This is an optimization exercise on Yosys and OpenROAD, whose aim is small area, a short achievable clock period and few clock cycles per item, not a production implementation.
Power and IR drop assume default switching activity.

// fe_rms
module fe_rms (
    input  wire        clk,
    input  wire        rst_n,
    input  wire        start,
    input  wire [63:0] sum,      
    input  wire [31:0] count,    
    output wire        in_ready,
    output reg         out_valid,
    output wire [31:0] rms
);
Size: about 180 flip-flops, roughly 130 I/O pins, roughly 13000 µm² of cells after synthesis.
==> module fe_rms, before the edit <==
module fe_rms (
    input  wire        clk,
    input  wire        rst_n,
    input  wire        start,
    input  wire [63:0] sum,      
    input  wire [31:0] count,    
    output wire        in_ready,
    output reg         out_valid,
    output wire [31:0] rms
);
    reg        dbusy;
    reg [4:0]  dcnt;
    reg [31:0] drem;       
    reg [39:0] dq;         
    reg [31:0] dn;         
    reg        dz;         
    reg  ready;            
    wire dlast = (dcnt == 5'd28);    
    wire dfin  = (dcnt == 5'd29);    
    assign in_ready = ready;
    wire [33:0] tq = {drem, dq[39:38]};
    wire [33:0] d1, d2;
    wire        ge1, ge2;
    fe_rms_sub #(.W(34)) u_sub1 (.a(tq), .b({2'b0, dn}), .d(d1), .ge(ge1));
    fe_rms_sub #(.W(34)) u_sub2 (.a(tq), .b({1'b0, dn, 1'b0}), .d(d2), .ge(ge2));
    wire [34:0] ta = {1'b0, tq};
    wire [34:0] tb = ~{3'b0, dn};
    wire [34:0] tc = ~{2'b0, dn, 1'b0};
    wire [34:0] cx = ta ^ tb ^ tc;
    wire [34:0] cc = (ta & tb) | (ta & tc) | (tb & tc);
    wire [34:0] d3;
    fe_rms_add #(.W(35)) u_add3 (.a(cx), .b({cc[33:0], 1'b1}), .ci(1'b1), .s(d3));
    wire        ge3 = !d3[34];
    wire        q1  = ge2;
    wire        q2  = ge3 || (ge1 && !ge2);
    wire [31:0] r2  = ge3 ? d3[31:0] : ge2 ? d2[31:0] : ge1 ? d1[31:0] : tq[31:0];
    always @(posedge clk) begin
        if (in_ready) begin
            drem <= sum[63:40];
            dq   <= sum[39:0];
            dn   <= count;
            dz   <= (count == 32'd0);
            dcnt <= 5'd0;
        end else begin
            drem <= r2;
            dq   <= {dq[37:0], 2'b00};
            dcnt <= dcnt + 5'd1;
        end
        if (!rst_n) begin
            dbusy <= 1'b0;
            ready <= 1'b1;
        end else if (in_ready) begin
            dbusy <= start;
            ready <= !start;
        end else begin
            ready <= dlast;
        end
    end
    reg        sv;         
    reg        sfirst;     
    reg        slast;      
    reg [1:0]  qp;
    reg        pnz;        
    always @(posedge clk) begin
        qp     <= dz ? 2'b00 : {q1, q2};
        sfirst <= (dcnt == 5'd0);
        slast  <= dlast;
        if (dfin)
            pnz <= (drem != 32'd0);
        if (!rst_n)
            sv <= 1'b0;
        else
            sv <= dbusy && !dfin;
    end
    reg [29:0] srem;       
    reg [28:0] root;
    wire [31:0] ssh = {srem, qp};
    wire [28:0] rt  = root;
    wire [31:0] sdf;
    wire        sb;
    fe_rms_sub #(.W(32)) u_sub3 (.a(ssh), .b({1'b0, rt[28:0], 2'b01}), .d(sdf), .ge(sb));
    wire [29:0] sr  = sb ? sdf[29:0] : ssh[29:0];
    reg         srnd;      
    wire        inc = root[0] && !(!pnz && srem == 30'd0 && !root[1]);
    always @(posedge clk) begin
        if (sfirst)
            srem <= {28'd0, qp[1] & qp[0], qp[1] & !qp[0]};
        else
            srem <= sr;
        if (srnd)
            root <= {1'b0, root[28:1]} + {28'd0, inc};
        else if (sfirst)
            root <= {28'd0, qp != 2'b00};
        else
            root <= {rt[27:0], sb};
        if (!rst_n) begin
            srnd      <= 1'b0;
            out_valid <= 1'b0;
        end else begin
            srnd      <= sv && slast;
            out_valid <= srnd;
        end
    end
    assign rms = {3'd0, root};
endmodule
clock: 10.0 ns
lec_check: 0
cap_margin: 20
core_margin: 2
core_utilization: 40
slew_margin: 20
standard.sh (not shown) runs the stock make flow with config.mk's settings and CLKGATE_MAP_FILE= SYNTH_SCRIPT=/design/flow/synth_recipe.tcl, a recipe that flattens the netlist after the stock synthesis.
==> flow/flow/run.sh <==
#!/bin/bash
# Layout flow: the standard flow (its synthesis, floorplan, power grid,
# tap cells, placement, clock tree and routing), with two changes made through
# ORFS variables: timing repair aims at a setup slack of 6 ns instead of
# 0 ns, and the input and output ports are buffered with sky130_fd_sc_hd__buf_1.
# standard.sh's output goes to standard.log; ORFS keeps each step's log under
# orfs/logs/.
set -euo pipefail
export SETUP_SLACK_MARGIN=6
export BUFFER_PORTS_ARGS="-buffer_cell sky130_fd_sc_hd__buf_1"
bash standard.sh > standard.log 2>&1
Edit:
--- a/flow/design.v
+++ b/flow/design.v
@@ -14,9 +14,9 @@
     reg [39:0] dq;         
     reg [31:0] dn;         
     reg        dz;         
+    reg        dn18;       
     reg  ready;            
-    wire dlast = (dcnt == 5'd28);    
-    wire dfin  = (dcnt == 5'd29);    
+    wire dlast = (dcnt == 5'd28);
     assign in_ready = ready;
     wire [33:0] tq = {drem, dq[39:38]};
     wire [33:0] d1, d2;
@@ -40,6 +40,7 @@
             dq   <= sum[39:0];
             dn   <= count;
             dz   <= (count == 32'd0);
+            dn18 <= (count[17:0] == 18'd0);
             dcnt <= 5'd0;
         end else begin
             drem <= r2;
@@ -53,7 +54,7 @@
             dbusy <= start;
             ready <= !start;
         end else begin
-            ready <= dlast;
+            ready <= (dcnt == 5'd27);
         end
     end
     reg        sv;         
@@ -65,12 +66,13 @@
         qp     <= dz ? 2'b00 : {q1, q2};
         sfirst <= (dcnt == 5'd0);
         slast  <= dlast;
-        if (dfin)
-            pnz <= (drem != 32'd0);
+        if (dlast)
+            pnz <= !dn18 || !(tq[33:18] == 16'd0 || (ge1 && d1[33:18] == 16'd0) ||
+                              (ge2 && d2[33:18] == 16'd0) || (ge3 && d3[31:18] == 14'd0));
         if (!rst_n)
             sv <= 1'b0;
         else
-            sv <= dbusy && !dfin;
+            sv <= dbusy;
     end
     reg [29:0] srem;       
     reg [28:0] root;
@@ -80,28 +82,21 @@
     wire        sb;
     fe_rms_sub #(.W(32)) u_sub3 (.a(ssh), .b({1'b0, rt[28:0], 2'b01}), .d(sdf), .ge(sb));
     wire [29:0] sr  = sb ? sdf[29:0] : ssh[29:0];
-    reg         srnd;      
-    wire        inc = root[0] && !(!pnz && srem == 30'd0 && !root[1]);
     always @(posedge clk) begin
-        if (sfirst)
+        if (sfirst) begin
             srem <= {28'd0, qp[1] & qp[0], qp[1] & !qp[0]};
+            root <= {28'd0, qp != 2'b00};
+        end else begin
+            srem <= sr;
+            root <= {rt[27:0], sb};
+        end
+        if (!rst_n)
+            out_valid <= 1'b0;
         else
-            srem <= sr;
-        if (srnd)
-            root <= {1'b0, root[28:1]} + {28'd0, inc};
-        else if (sfirst)
-            root <= {28'd0, qp != 2'b00};
-        else
-            root <= {rt[27:0], sb};
-        if (!rst_n) begin
-            srnd      <= 1'b0;
-            out_valid <= 1'b0;
-        end else begin
-            srnd      <= sv && slast;
-            out_valid <= srnd;
-        end
+            out_valid <= sv && slast;
     end
-    assign rms = {3'd0, root};
+    wire inc = root[0] && !(!pnz && srem == 30'd0 && !root[1]);
+    assign rms = {3'd0, {1'b0, root[28:1]} + {28'd0, inc}};
 endmodule
 module fe_rms_sub #(
     parameter W = 33
Outcome: Sequential power is about the same. Worst setup slack degrades by 0.51 ns. First-iteration DRC count increases by 21%. Final area increases by 8.9%. Flip-flop and latch count stays the same. Power increases by 10%. Count of clock-buffer cells in the layout decreases by 1. Maximum frequency decreases by 12%. Die area increases by 0.99%. Synthesized area increases by 1.0%. Clock power increases by 8.1%. Final cell count increases by 3.9%. Non-clock buffer count increases by 62.
No run of this note included a check of the RTL's function; only the layout flow was run.

what the ideal ports hide:
No port has a modelled driver above. Below, the same layouts with a new extraction and two added sets of constraints.
Step 1 (the two cells are an assumption about what drives the block):
set clk [get_ports {clk}]
set_driving_cell -lib_cell sky130_fd_sc_hd__clkbuf_16 $clk
set_driving_cell -lib_cell sky130_fd_sc_hd__buf_2 [delete_from_list [all_inputs] $clk]
Step 2 also shifts input and output timing later by t, the mid clock arrival at the registers, as if the neighbouring blocks saw the same clock.
Slacks: no drivers / after step 1 / after step 2; pairs: no drivers / after step 1.
run	shift t [ns]	slack for setup (ns)	worst register clock-pin slew, ns	worst slew at a driven data input, ns
the first run	0.496	6.172 / 6.172 / 6.172	0.08 / 0.08	0.07
the second run	0.510	5.666 / 5.612 / 5.960	0.08 / 0.08	0.06
After both steps setup and hold are still met in every run listed.
